Source: an optimization exercise on an open RTL-to-GDS flow (aim: small area and a short achievable clock period). Production flows keep margins and buffers that such runs may drop. Where RTL was checked, it was by simulation tests only, not by an equivalence proof against the original. Power and IR drop assume default switching activity.

==> flow/design.v <==
module rank_filter (
    input  wire               clk,
    input  wire               rst,         
    input  wire [2:0]         rf_half,     
    input  wire               rf_mode,     
    input  wire [15:0]        rf_thresh,   
    input  wire               in_valid,
    input  wire signed [17:0] in_data,
    output reg                out_valid,
    output reg  signed [17:0] out_data,
    output reg                out_hit
);
    localparam integer M = 14;   
    localparam integer N = 15;   
    function lt18(input [17:0] a, input [17:0] b);
        reg [17:0] g, p;
        reg [8:0]  g1, p1;
        reg [2:0]  g2, p2;
        integer i;
        begin
            g = ~a & b;
            p = ~a | b;
            g[17] = a[17] & ~b[17];
            p[17] = a[17] | ~b[17];
            for (i = 0; i < 9; i = i + 1) begin
                g1[i] = g[2*i+1] | (p[2*i+1] & g[2*i]);
                p1[i] = p[2*i+1] & p[2*i];
            end
            for (i = 0; i < 3; i = i + 1) begin
                g2[i] = g1[3*i+2] | (p1[3*i+2] & (g1[3*i+1] | (p1[3*i+1] & g1[3*i])));
                p2[i] = p1[3*i+2] & p1[3*i+1] & p1[3*i];
            end
            lt18 = g2[2] | (p2[2] & (g2[1] | (p2[1] & g2[0])));
        end
    endfunction
    function lt4s(input [3:0] a, input [3:0] b);
        reg [3:0] g, p;
        begin
            g = ~a & b;
            p = ~a | b;
            g[3] = a[3] & ~b[3];
            p[3] = a[3] | ~b[3];
            lt4s = g[3] | (p[3] & (g[2] | (p[2] & (g[1] | (p[1] & g[0])))));
        end
    endfunction
    integer k;
    reg signed [17:0] x_q;
    reg        [15:0] th_q;
    reg               v0;
    reg               rst_q;
    reg               mode_q;
    reg        [7:0]  hsel;        
    always @(posedge clk) begin
        for (k = 0; k < 8; k = k + 1)
            hsel[k] <= (rf_half == k);
        x_q    <= in_data;
        th_q   <= rf_thresh;
        v0     <= in_valid & ~rst;
        rst_q  <= rst;
        mode_q <= rf_mode;
    end
    wire [2:0] h_q = {hsel[4] | hsel[5] | hsel[6] | hsel[7],
                      hsel[2] | hsel[3] | hsel[6] | hsel[7],
                      hsel[1] | hsel[3] | hsel[5] | hsel[7]};
    reg [M-1:0] inwin;     
    always @(*)
        for (k = 0; k < M; k = k + 1)
            inwin[k] = |(hsel[7:1] >> (k / 2));
    reg signed [17:0] w [0:M-1];   
    reg        [M-1:0] fill;       
    reg        [3:0]   r [0:N-1];  
    reg        [3:0]   r_old;      
    reg [M-1:0] c;         
    reg [M-1:0] dn;        
    reg [3:0]   rm  [0:M-1];   
    reg [3:0]   rn  [0:M-1];   
    reg [M-1:0] sel;       
    always @(*) begin
        for (k = 0; k < M; k = k + 1) begin
            c[k]   = inwin[k] & (fill[k] ? lt18(x_q, w[k]) : x_q[17]);
            dn[k]  = lt4s(r_old, r[k]);
            rm[k]  = r[k] - {3'b000, dn[k]};
            rn[k]  = rm[k] + {3'b000, c[k]};
            sel[k] = inwin[k] & (c[k] ? (rm[k] == 4'b1111) : (rm[k] == 4'b0000));
        end
    end
    function [1:0] fa(input a, input b, input d);
        fa = {(a & b) | (a & d) | (b & d), a ^ b ^ d};
    endfunction
    wire [13:0] nc  = ~c;
    wire [3:0]  hp2 = {1'b0, h_q} + 4'd2;
    wire [1:0] f0  = fa(nc[0],  nc[1],  nc[2]);
    wire [1:0] f1  = fa(nc[3],  nc[4],  nc[5]);
    wire [1:0] f2  = fa(nc[6],  nc[7],  nc[8]);
    wire [1:0] f3  = fa(nc[9],  nc[10], nc[11]);
    wire [1:0] f4  = fa(nc[12], nc[13], hp2[0]);
    wire [1:0] f5  = fa(f0[0], f1[0], f2[0]);      
    wire [1:0] f6  = fa(f0[1], f1[1], f2[1]);      
    wire [1:0] f7  = fa(f3[1], f4[1], hp2[1]);     
    wire [1:0] f8  = fa(f5[0], f3[0], f4[0]);      
    wire [1:0] f9  = fa(f6[0], f7[0], f5[1]);      
    wire [1:0] f10 = fa(f6[1], f7[1], hp2[2]);     
    wire       b1  = f9[0] ^ f8[1];                
    wire       k11 = f9[0] & f8[1];                
    wire [1:0] f12 = fa(f10[0], f9[1], k11);       
    wire [3:0] rx  = {hp2[3] ^ f10[1] ^ f12[1], f12[0], b1, f8[0]};
    wire       sel_x = ~|sel;    
    reg signed [17:0] med;
    always @(*) begin
        med = sel_x ? x_q : 18'sd0;
        for (k = 0; k < M; k = k + 1)
            med = med | ((sel[k] & fill[k]) ? w[k] : 18'sd0);
    end
    reg [3:0] r_new;
    always @(*) begin
        r_new = 4'd0;
        for (k = 1; k < 8; k = k + 1)
            r_new = r_new | (hsel[k] ? rn[2*k-1] : 4'd0);
    end
    always @(posedge clk) begin
        if (v0) begin
            w[0] <= x_q;
            for (k = 1; k < M; k = k + 1)
                w[k] <= w[k-1];
        end
        if (rst_q) begin
            fill <= {M{1'b0}};
            for (k = 0; k < N; k = k + 1)
                r[k] <= k[0] ? -((k[3:0] + 4'd1) >> 1) : (k[3:0] >> 1);
            r_old <= {1'b0, h_q};
        end else if (v0) begin
            fill <= {fill[M-2:0], 1'b1};
            r[0] <= rx;
            for (k = 1; k < N; k = k + 1)
                r[k] <= rn[k-1];
            r_old <= r_new;
        end
    end
    reg signed [17:0] med_n;       
    reg        [15:0] th2_q;
    reg               v1;
    always @(posedge clk) begin
        med_n <= ~med;
        th2_q <= th_q;
        v1    <= v0 & ~rst;
    end
    reg signed [17:0] cen;
    always @(*) begin
        cen = 18'sd0;
        for (k = 0; k < 8; k = k + 1)
            cen = cen | ((hsel[k] & fill[k]) ? w[k] : 18'sd0);
    end
    wire        [18:0] diff     = {cen[17], cen} + {med_n[17], med_n} + 19'd1;
    wire               dneg     = diff[18];
    wire               upper_ok = (diff[17:16] == {2{dneg}});
    wire        [15:0] un       = ~(diff[15:0] ^ {16{dneg}});
    wire        [16:0] tdiff    = {1'b0, th2_q} + {1'b1, un} + {16'd0, ~dneg};
    wire               keep     = mode_q & upper_ok & ~tdiff[16];
    wire signed [17:0] y        = keep ? cen : ~med_n;
    always @(posedge clk) begin
        out_valid <= v1 & ~rst;
        out_data  <= y;
        out_hit   <= ~keep & (diff != 19'd0);
    end
endmodule
clock: 24.0 ns
lec_check: 0
cap_margin: 20
core_margin: 2
core_utilization: 55
cts_cluster_diameter: 80
cts_cluster_size: 24
place_density: 0.75
slew_margin: 20
standard.sh (not shown) runs the stock make flow with config.mk's settings and CLKGATE_MAP_FILE= SYNTH_SCRIPT=/design/flow/synth_recipe.tcl, a recipe that flattens the netlist after the stock synthesis.
==> flow/flow/run.sh <==
#!/bin/bash
# Layout flow: the standard ORFS flow (standard.sh, unchanged synthesis),
# with two changes in how the layout is made:
#  - timing repair aims for more setup slack than the clock needs, so the
#    critical paths are sized up instead of left at minimum size;
#  - the port buffers are buf_2 cells.
# The clock period, SDC and all constraints are the standard flow's.
set -euo pipefail
bash standard.sh \
  SETUP_SLACK_MARGIN=18.1 \
  BUFFER_PORTS_ARGS="-buffer_cell sky130_fd_sc_hd__buf_2" \
  finish > flow.log 2>&1
Then changed:
--- a/flow/design.v
+++ b/flow/design.v
@@ -46,24 +46,23 @@
     integer k;
     reg signed [17:0] x_q;
     reg        [15:0] th_q;
     reg               v0;
     reg               rst_q;
+    reg        [2:0]  h_q;
     reg               mode_q;
     reg        [7:0]  hsel;        
     always @(posedge clk) begin
         for (k = 0; k < 8; k = k + 1)
             hsel[k] <= (rf_half == k);
         x_q    <= in_data;
         th_q   <= rf_thresh;
         v0     <= in_valid & ~rst;
         rst_q  <= rst;
+        h_q    <= rf_half;
         mode_q <= rf_mode;
     end
-    wire [2:0] h_q = {hsel[4] | hsel[5] | hsel[6] | hsel[7],
-                      hsel[2] | hsel[3] | hsel[6] | hsel[7],
-                      hsel[1] | hsel[3] | hsel[5] | hsel[7]};
     reg [M-1:0] inwin;     
     always @(*)
         for (k = 0; k < M; k = k + 1)
             inwin[k] = |(hsel[7:1] >> (k / 2));
     reg signed [17:0] w [0:M-1];   
Effect: The new run produced a clean layout; final cell count barely changes; via count is lower by 4.0%; critical path depth is lower by 29; clock skew is higher by 0.017 ns; power is lower by 0.92%; final area is lower by 3.6%; worst setup slack gains 0.10 ns; routed wire length is lower by 7.8%.


Another version of the RTL of rank_filter (not shown whole).
Size in the first run: roughly 2700 cells after synthesis, roughly 440 flip-flops, ~61 I/O pins.
==> module rank_filter, before the edit <==
module rank_filter (
    input  wire               clk,
    input  wire               rst,         
    input  wire [2:0]         rf_half,     
    input  wire               rf_mode,     
    input  wire [15:0]        rf_thresh,   
    input  wire               in_valid,
    input  wire signed [17:0] in_data,
    output reg                out_valid,
    output reg  signed [17:0] out_data,
    output reg                out_hit
);
    localparam integer M = 14;   
    localparam integer N = 15;   
    function lt18(input [17:0] a, input [17:0] b);
        reg [17:0] g, p;
        reg [8:0]  g1, p1;
        reg [2:0]  g2, p2;
        integer i;
        begin
            g = ~a & b;
            p = ~a | b;
            g[17] = a[17] & ~b[17];
            p[17] = a[17] | ~b[17];
            for (i = 0; i < 9; i = i + 1) begin
                g1[i] = g[2*i+1] | (p[2*i+1] & g[2*i]);
                p1[i] = p[2*i+1] & p[2*i];
            end
            for (i = 0; i < 3; i = i + 1) begin
                g2[i] = g1[3*i+2] | (p1[3*i+2] & (g1[3*i+1] | (p1[3*i+1] & g1[3*i])));
                p2[i] = p1[3*i+2] & p1[3*i+1] & p1[3*i];
            end
            lt18 = g2[2] | (p2[2] & (g2[1] | (p2[1] & g2[0])));
        end
    endfunction
    function lt4s(input [3:0] a, input [3:0] b);
        reg [3:0] g, p;
        begin
            g = ~a & b;
            p = ~a | b;
            g[3] = a[3] & ~b[3];
            p[3] = a[3] | ~b[3];
            lt4s = g[3] | (p[3] & (g[2] | (p[2] & (g[1] | (p[1] & g[0])))));
        end
    endfunction
    integer k;
    reg signed [17:0] x_q;
    reg        [15:0] th_q;
    reg               v0;
    reg               rst_q;
    reg        [2:0]  h_q;
    reg               mode_q;
    always @(posedge clk) begin
        x_q    <= in_data;
        th_q   <= rf_thresh;
        v0     <= in_valid & ~rst;
        rst_q  <= rst;
        h_q    <= rf_half;
        mode_q <= rf_mode;
    end
    reg [M-1:0] inwin;     
    always @(*)
        for (k = 0; k < M; k = k + 1)
            inwin[k] = (k < {h_q, 1'b0});
    reg signed [17:0] w [0:M-1];   
    reg        [M-1:0] fill;       
    reg        [3:0]   r [0:N-1];  
    reg        [3:0]   r_old;      
    reg [M-1:0] c;         
    reg [M-1:0] dn;        
    reg [M-1:0] em, e0, ep;
    reg [M-1:0] sel;       
    reg [3:0]   rn [0:M-1];
    always @(*) begin
        for (k = 0; k < M; k = k + 1) begin
            c[k]  = inwin[k] & (fill[k] ? lt18(x_q, w[k]) : x_q[17]);
            dn[k] = lt4s(r_old, r[k]);
            em[k] = inwin[k] & (r[k] == 4'b1111);
            e0[k] = inwin[k] & (r[k] == 4'b0000);
            ep[k] = inwin[k] & (r[k] == 4'b0001);
            sel[k] = c[k] ? (dn[k] ? e0[k] : em[k])
                          : (dn[k] ? ep[k] : e0[k]);
            if (c[k] & ~dn[k])
                rn[k] = r[k] + 4'd1;
            else if (dn[k] & ~c[k])
                rn[k] = r[k] - 4'd1;
            else
                rn[k] = r[k];
        end
    end
    reg [3:0] pop;
    always @(*) begin
        pop = 4'd0;
        for (k = 0; k < M; k = k + 1)
            pop = pop + {3'b000, c[k]};
    end
    wire [3:0] rx    = {1'b0, h_q} - pop;
    wire       sel_x = ~|sel;    
    reg signed [17:0] med;
    always @(*) begin
        med = sel_x ? x_q : 18'sd0;
        for (k = 0; k < M; k = k + 1)
            med = med | ((sel[k] & fill[k]) ? w[k] : 18'sd0);
    end
    wire signed [17:0] cen = fill[h_q - 3'd1] ? w[h_q - 3'd1] : 18'sd0;
    always @(posedge clk) begin
        if (v0) begin
            w[0] <= x_q;
            for (k = 1; k < M; k = k + 1)
                w[k] <= w[k-1];
        end
        if (rst_q) begin
            fill <= {M{1'b0}};
            for (k = 0; k < N; k = k + 1)
                r[k] <= k[3:0] - {1'b0, h_q};
            r_old <= {1'b0, h_q};
        end else if (v0) begin
            fill <= {fill[M-2:0], 1'b1};
            r[0] <= rx;
            for (k = 1; k < N; k = k + 1)
                r[k] <= rn[k-1];
            r_old <= rn[{h_q, 1'b0} - 4'd1];
        end
    end
    reg signed [17:0] med_q, cen_q;
    reg        [15:0] th2_q;
    reg               v1;
    always @(posedge clk) begin
        med_q <= med;
        cen_q <= cen;
        th2_q <= th_q;
        v1    <= v0 & ~rst;
    end
    wire signed [18:0] diff     = cen_q - med_q;
    wire               dneg     = diff[18];
    wire               upper_ok = (diff[17:16] == {2{dneg}});
    wire        [15:0] u        = diff[15:0] ^ {16{dneg}};
    wire        [16:0] tdiff    = {1'b0, th2_q} - {1'b0, u} - {16'd0, dneg};
    wire               keep     = mode_q & upper_ok & ~tdiff[16];
    wire signed [17:0] y        = keep ? cen_q : med_q;
    always @(posedge clk) begin
        out_valid <= v1 & ~rst;
        out_data  <= y;
        out_hit   <= ~keep & (diff != 19'd0);
    end
endmodule
clock: 24.0 ns
lec_check: 0
cap_margin: 20
core_margin: 2
core_utilization: 25
place_density: 0.45
slew_margin: 20
run.sh (not shown) runs the stock make flow with config.mk's settings and CLKGATE_MAP_FILE= SYNTH_SCRIPT=/design/flow/synth_recipe.tcl, a recipe that flattens the netlist after the stock synthesis.
Stock flow here: none of the scripts above is used.
Edit:
--- a/flow/design.v
+++ b/flow/design.v
@@ -79,23 +79,24 @@
             e0[k] = inwin[k] & (r[k] == 4'b0000);
             ep[k] = inwin[k] & (r[k] == 4'b0001);
             sel[k] = c[k] ? (dn[k] ? e0[k] : em[k])
                           : (dn[k] ? ep[k] : e0[k]);
-            if (c[k] & ~dn[k])
-                rn[k] = r[k] + 4'd1;
-            else if (dn[k] & ~c[k])
-                rn[k] = r[k] - 4'd1;
-            else
-                rn[k] = r[k];
+            rn[k] = r[k] + {{3{dn[k] & ~c[k]}}, c[k] ^ dn[k]};
         end
     end
-    reg [3:0] pop;
-    always @(*) begin
-        pop = 4'd0;
-        for (k = 0; k < M; k = k + 1)
-            pop = pop + {3'b000, c[k]};
-    end
-    wire [3:0] rx    = {1'b0, h_q} - pop;
+    wire [1:0] p0 = c[0] + c[1];
+    wire [1:0] p1 = c[2] + c[3];
+    wire [1:0] p2 = c[4] + c[5];
+    wire [1:0] p3 = c[6] + c[7];
+    wire [1:0] p4 = c[8] + c[9];
+    wire [1:0] p5 = c[10] + c[11];
+    wire [1:0] p6 = c[12] + c[13];
+    wire [2:0] q0 = p0 + p1;
+    wire [2:0] q1 = p2 + p3;
+    wire [2:0] q2 = p4 + p5;
+    wire [3:0] s0 = q0 + q1;
+    wire [3:0] s1 = q2 + p6;
+    wire [3:0] rx = {1'b0, h_q} - s0 - s1;
     wire       sel_x = ~|sel;    
     reg signed [17:0] med;
     always @(*) begin
         med = sel_x ? x_q : 18'sd0;
The changed run passed the timing, DRC and antenna checks.
Worst setup slack improves by 0.65 ns.
Design area grows by about 3%.
Power grows by about 20%.
Hold slack barely changes.
Non-clock buffer count grows by 11.
Wire length grows by 10%.
Sequential share of layout area shrinks by 1.1 points.
Function was not checked in any run of this note: the RTL went through the layout flow alone.


Another version of the RTL of rank_filter (not shown whole).
Size: about 2,700 cells after synthesis, roughly 61 I/O pins.
==> module rank_filter, before the edit <==
module rank_filter (
    input  wire               clk,
    input  wire               rst,         
    input  wire [2:0]         rf_half,     
    input  wire               rf_mode,     
    input  wire [15:0]        rf_thresh,   
    input  wire               in_valid,
    input  wire signed [17:0] in_data,
    output reg                out_valid,
    output reg  signed [17:0] out_data,
    output reg                out_hit
);
    localparam integer M = 14;   
    localparam integer N = 15;   
    function lt18(input [17:0] a, input [17:0] b);
        reg [17:0] g, p;
        reg [8:0]  g1, p1;
        reg [2:0]  g2, p2;
        integer i;
        begin
            g = ~a & b;
            p = ~a | b;
            g[17] = a[17] & ~b[17];
            p[17] = a[17] | ~b[17];
            for (i = 0; i < 9; i = i + 1) begin
                g1[i] = g[2*i+1] | (p[2*i+1] & g[2*i]);
                p1[i] = p[2*i+1] & p[2*i];
            end
            for (i = 0; i < 3; i = i + 1) begin
                g2[i] = g1[3*i+2] | (p1[3*i+2] & (g1[3*i+1] | (p1[3*i+1] & g1[3*i])));
                p2[i] = p1[3*i+2] & p1[3*i+1] & p1[3*i];
            end
            lt18 = g2[2] | (p2[2] & (g2[1] | (p2[1] & g2[0])));
        end
    endfunction
    function lt4s(input [3:0] a, input [3:0] b);
        reg [3:0] g, p;
        begin
            g = ~a & b;
            p = ~a | b;
            g[3] = a[3] & ~b[3];
            p[3] = a[3] | ~b[3];
            lt4s = g[3] | (p[3] & (g[2] | (p[2] & (g[1] | (p[1] & g[0])))));
        end
    endfunction
    integer k;
    reg signed [17:0] x_q;
    reg        [15:0] th_q;
    reg               v0;
    reg               rst_q;
    reg        [2:0]  h_q;
    reg               mode_q;
    always @(posedge clk) begin
        x_q    <= in_data;
        th_q   <= rf_thresh;
        v0     <= in_valid & ~rst;
        rst_q  <= rst;
        h_q    <= rf_half;
        mode_q <= rf_mode;
    end
    reg [M-1:0] inwin;     
    always @(*)
        for (k = 0; k < M; k = k + 1)
            inwin[k] = (k < {h_q, 1'b0});
    reg signed [17:0] w [0:M-1];   
    reg        [M-1:0] fill;       
    reg        [3:0]   r [0:N-1];  
    reg        [3:0]   r_old;      
    reg [M-1:0] c;         
    reg [M-1:0] dn;        
    reg [M-1:0] em, e0, ep;
    reg [M-1:0] sel;       
    reg [3:0]   rn [0:M-1];
    always @(*) begin
        for (k = 0; k < M; k = k + 1) begin
            c[k]  = inwin[k] & (fill[k] ? lt18(x_q, w[k]) : x_q[17]);
            dn[k] = lt4s(r_old, r[k]);
            em[k] = inwin[k] & (r[k] == 4'b1111);
            e0[k] = inwin[k] & (r[k] == 4'b0000);
            ep[k] = inwin[k] & (r[k] == 4'b0001);
            sel[k] = c[k] ? (dn[k] ? e0[k] : em[k])
                          : (dn[k] ? ep[k] : e0[k]);
            rn[k] = r[k] + {{3{dn[k] & ~c[k]}}, c[k] ^ dn[k]};
        end
    end
    wire [1:0] p0 = c[0] + c[1];
    wire [1:0] p1 = c[2] + c[3];
    wire [1:0] p2 = c[4] + c[5];
    wire [1:0] p3 = c[6] + c[7];
    wire [1:0] p4 = c[8] + c[9];
    wire [1:0] p5 = c[10] + c[11];
    wire [1:0] p6 = c[12] + c[13];
    wire [2:0] q0 = p0 + p1;
    wire [2:0] q1 = p2 + p3;
    wire [2:0] q2 = p4 + p5;
    wire [3:0] s0 = q0 + q1;
    wire [3:0] s1 = q2 + p6;
    wire [3:0] rx = {1'b0, h_q} - s0 - s1;
    wire       sel_x = ~|sel;    
    reg signed [17:0] med;
    always @(*) begin
        med = sel_x ? x_q : 18'sd0;
        for (k = 0; k < M; k = k + 1)
            med = med | ((sel[k] & fill[k]) ? w[k] : 18'sd0);
    end
    wire signed [17:0] cen = fill[h_q - 3'd1] ? w[h_q - 3'd1] : 18'sd0;
    always @(posedge clk) begin
        if (v0) begin
            w[0] <= x_q;
            for (k = 1; k < M; k = k + 1)
                w[k] <= w[k-1];
        end
        if (rst_q) begin
            fill <= {M{1'b0}};
            for (k = 0; k < N; k = k + 1)
                r[k] <= k[0] ? -((k[3:0] + 4'd1) >> 1) : (k[3:0] >> 1);
            r_old <= {1'b0, h_q};
        end else if (v0) begin
            fill <= {fill[M-2:0], 1'b1};
            r[0] <= rx;
            for (k = 1; k < N; k = k + 1)
                r[k] <= rn[k-1];
            r_old <= rn[{h_q, 1'b0} - 4'd1];
        end
    end
    reg signed [17:0] med_q, cen_q;
    reg        [15:0] th2_q;
    reg               v1;
    always @(posedge clk) begin
        med_q <= med;
        cen_q <= cen;
        th2_q <= th_q;
        v1    <= v0 & ~rst;
    end
    wire signed [18:0] diff     = cen_q - med_q;
    wire               dneg     = diff[18];
    wire               upper_ok = (diff[17:16] == {2{dneg}});
    wire        [15:0] u        = diff[15:0] ^ {16{dneg}};
    wire        [16:0] tdiff    = {1'b0, th2_q} - {1'b0, u} - {16'd0, dneg};
    wire               keep     = mode_q & upper_ok & ~tdiff[16];
    wire signed [17:0] y        = keep ? cen_q : med_q;
    always @(posedge clk) begin
        out_valid <= v1 & ~rst;
        out_data  <= y;
        out_hit   <= ~keep & (diff != 19'd0);
    end
endmodule
clock: 24.0 ns
lec_check: 0
cap_margin: 20
core_margin: 2
core_utilization: 25
place_density: 0.45
slew_margin: 20
standard.sh (not shown) runs the stock make flow with config.mk's settings and CLKGATE_MAP_FILE= SYNTH_SCRIPT=/design/flow/synth_recipe.tcl, a recipe that flattens the netlist after the stock synthesis.
==> flow/flow/run.sh <==
#!/bin/bash
# Layout flow: the standard ORFS flow (standard.sh, unchanged synthesis),
# with two changes in how the layout is made:
#  - timing repair aims for more setup slack than the clock needs, so the
#    critical paths are sized up instead of left at minimum size;
#  - the port buffers are buf_2 cells.
# The clock period, SDC and all constraints are the standard flow's.
set -euo pipefail
bash standard.sh \
  SETUP_SLACK_MARGIN=18.0 \
  BUFFER_PORTS_ARGS="-buffer_cell sky130_fd_sc_hd__buf_2" \
  finish > flow.log 2>&1
The first run ran to the end with no violations.
Rerun with:
--- a/flow/design.v
+++ b/flow/design.v
@@ -65,25 +65,22 @@
     reg signed [17:0] w [0:M-1];   
     reg        [M-1:0] fill;       
     reg        [3:0]   r [0:N-1];  
     reg        [3:0]   r_old;      
     reg [M-1:0] c;         
     reg [M-1:0] dn;        
-    reg [M-1:0] em, e0, ep;
+    reg [3:0]   rm  [0:M-1];   
+    reg [3:0]   rn  [0:M-1];   
     reg [M-1:0] sel;       
-    reg [3:0]   rn [0:M-1];
     always @(*) begin
         for (k = 0; k < M; k = k + 1) begin
-            c[k]  = inwin[k] & (fill[k] ? lt18(x_q, w[k]) : x_q[17]);
-            dn[k] = lt4s(r_old, r[k]);
-            em[k] = inwin[k] & (r[k] == 4'b1111);
-            e0[k] = inwin[k] & (r[k] == 4'b0000);
-            ep[k] = inwin[k] & (r[k] == 4'b0001);
-            sel[k] = c[k] ? (dn[k] ? e0[k] : em[k])
-                          : (dn[k] ? ep[k] : e0[k]);
-            rn[k] = r[k] + {{3{dn[k] & ~c[k]}}, c[k] ^ dn[k]};
+            c[k]   = inwin[k] & (fill[k] ? lt18(x_q, w[k]) : x_q[17]);
+            dn[k]  = lt4s(r_old, r[k]);
+            rm[k]  = r[k] - {3'b000, dn[k]};
+            rn[k]  = rm[k] + {3'b000, c[k]};
+            sel[k] = inwin[k] & (c[k] ? (rm[k] == 4'b1111) : (rm[k] == 4'b0000));
         end
     end
     wire [1:0] p0 = c[0] + c[1];
     wire [1:0] p1 = c[2] + c[3];
     wire [1:0] p2 = c[4] + c[5];
     wire [1:0] p3 = c[6] + c[7];
@@ -100,13 +97,12 @@
     reg signed [17:0] med;
     always @(*) begin
         med = sel_x ? x_q : 18'sd0;
         for (k = 0; k < M; k = k + 1)
             med = med | ((sel[k] & fill[k]) ? w[k] : 18'sd0);
     end
-    wire signed [17:0] cen = fill[h_q - 3'd1] ? w[h_q - 3'd1] : 18'sd0;
     always @(posedge clk) begin
         if (v0) begin
             w[0] <= x_q;
             for (k = 1; k < M; k = k + 1)
                 w[k] <= w[k-1];
         end
@@ -120,28 +116,28 @@
             r[0] <= rx;
             for (k = 1; k < N; k = k + 1)
                 r[k] <= rn[k-1];
             r_old <= rn[{h_q, 1'b0} - 4'd1];
         end
     end
-    reg signed [17:0] med_q, cen_q;
+    reg signed [17:0] med_n;       
     reg        [15:0] th2_q;
     reg               v1;
     always @(posedge clk) begin
-        med_q <= med;
-        cen_q <= cen;
+        med_n <= ~med;
         th2_q <= th_q;
         v1    <= v0 & ~rst;
     end
-    wire signed [18:0] diff     = cen_q - med_q;
+    wire signed [17:0] cen = fill[h_q] ? w[h_q] : 18'sd0;
+    wire        [18:0] diff     = {cen[17], cen} + {med_n[17], med_n} + 19'd1;
     wire               dneg     = diff[18];
     wire               upper_ok = (diff[17:16] == {2{dneg}});
-    wire        [15:0] u        = diff[15:0] ^ {16{dneg}};
-    wire        [16:0] tdiff    = {1'b0, th2_q} - {1'b0, u} - {16'd0, dneg};
+    wire        [15:0] un       = ~(diff[15:0] ^ {16{dneg}});
+    wire        [16:0] tdiff    = {1'b0, th2_q} + {1'b1, un} + {16'd0, ~dneg};
     wire               keep     = mode_q & upper_ok & ~tdiff[16];
-    wire signed [17:0] y        = keep ? cen_q : med_q;
+    wire signed [17:0] y        = keep ? cen : ~med_n;
     always @(posedge clk) begin
         out_valid <= v1 & ~rst;
         out_data  <= y;
         out_hit   <= ~keep & (diff != 19'd0);
     end
 endmodule
=>
- The new run finished clean
- setup slack gets worse by 0.041 ns
- area after synthesis came out lower by a few percent
- die area came out lower by a few percent
- design area came out lower by a few percent
- via count came out lower by a little under a tenth
- utilization came out higher by 0.76 points
- flip-flop and latch count came out lower by 18
- power came out lower by a little under a tenth
Function was not checked in any run of this note: the RTL went through the layout flow alone.

==> re-timing with driven ports <==
No port has a modelled driver above. Below, the same layouts with a new extraction and two added sets of constraints.
Step 1, drivers: a clkbuf_16 drives clk and a buf_2 each remaining input, both assumed.
Step 2 adds t to the input delays and takes it off the output delays; t is the mean of the earliest and latest rising clock arrival at the registers after step 1. Input paths then give back, and output paths get back, about the clock's delay inside the block.
Three values: no drivers, after step 1, after step 2; two values: the first two.
run	shift t [ns]	slack for setup (ns)	clock arrival spread, ns	worst data-port slew with drivers (ns)
the first run of note 1	0.661	18.024 / 18.024 / 18.024	0.017 / 0.018	0.05
the second run of note 1	0.647	18.127 / 18.069 / 18.139	0.035 / 0.035	0.06
the first run of note 2	0.712	16.168 / 16.168 / 16.168	0.051 / 0.051	0.05
the second run of note 2	0.716	16.823 / 16.823 / 16.823	0.060 / 0.060	0.05
the first run of note 3	0.699	18.086 / 18.018 / 18.172	0.048 / 0.049	0.05
the second run of note 3	0.699	18.046 / 17.974 / 18.127	0.037 / 0.038	0.04
After both steps every run listed still meets setup and hold.
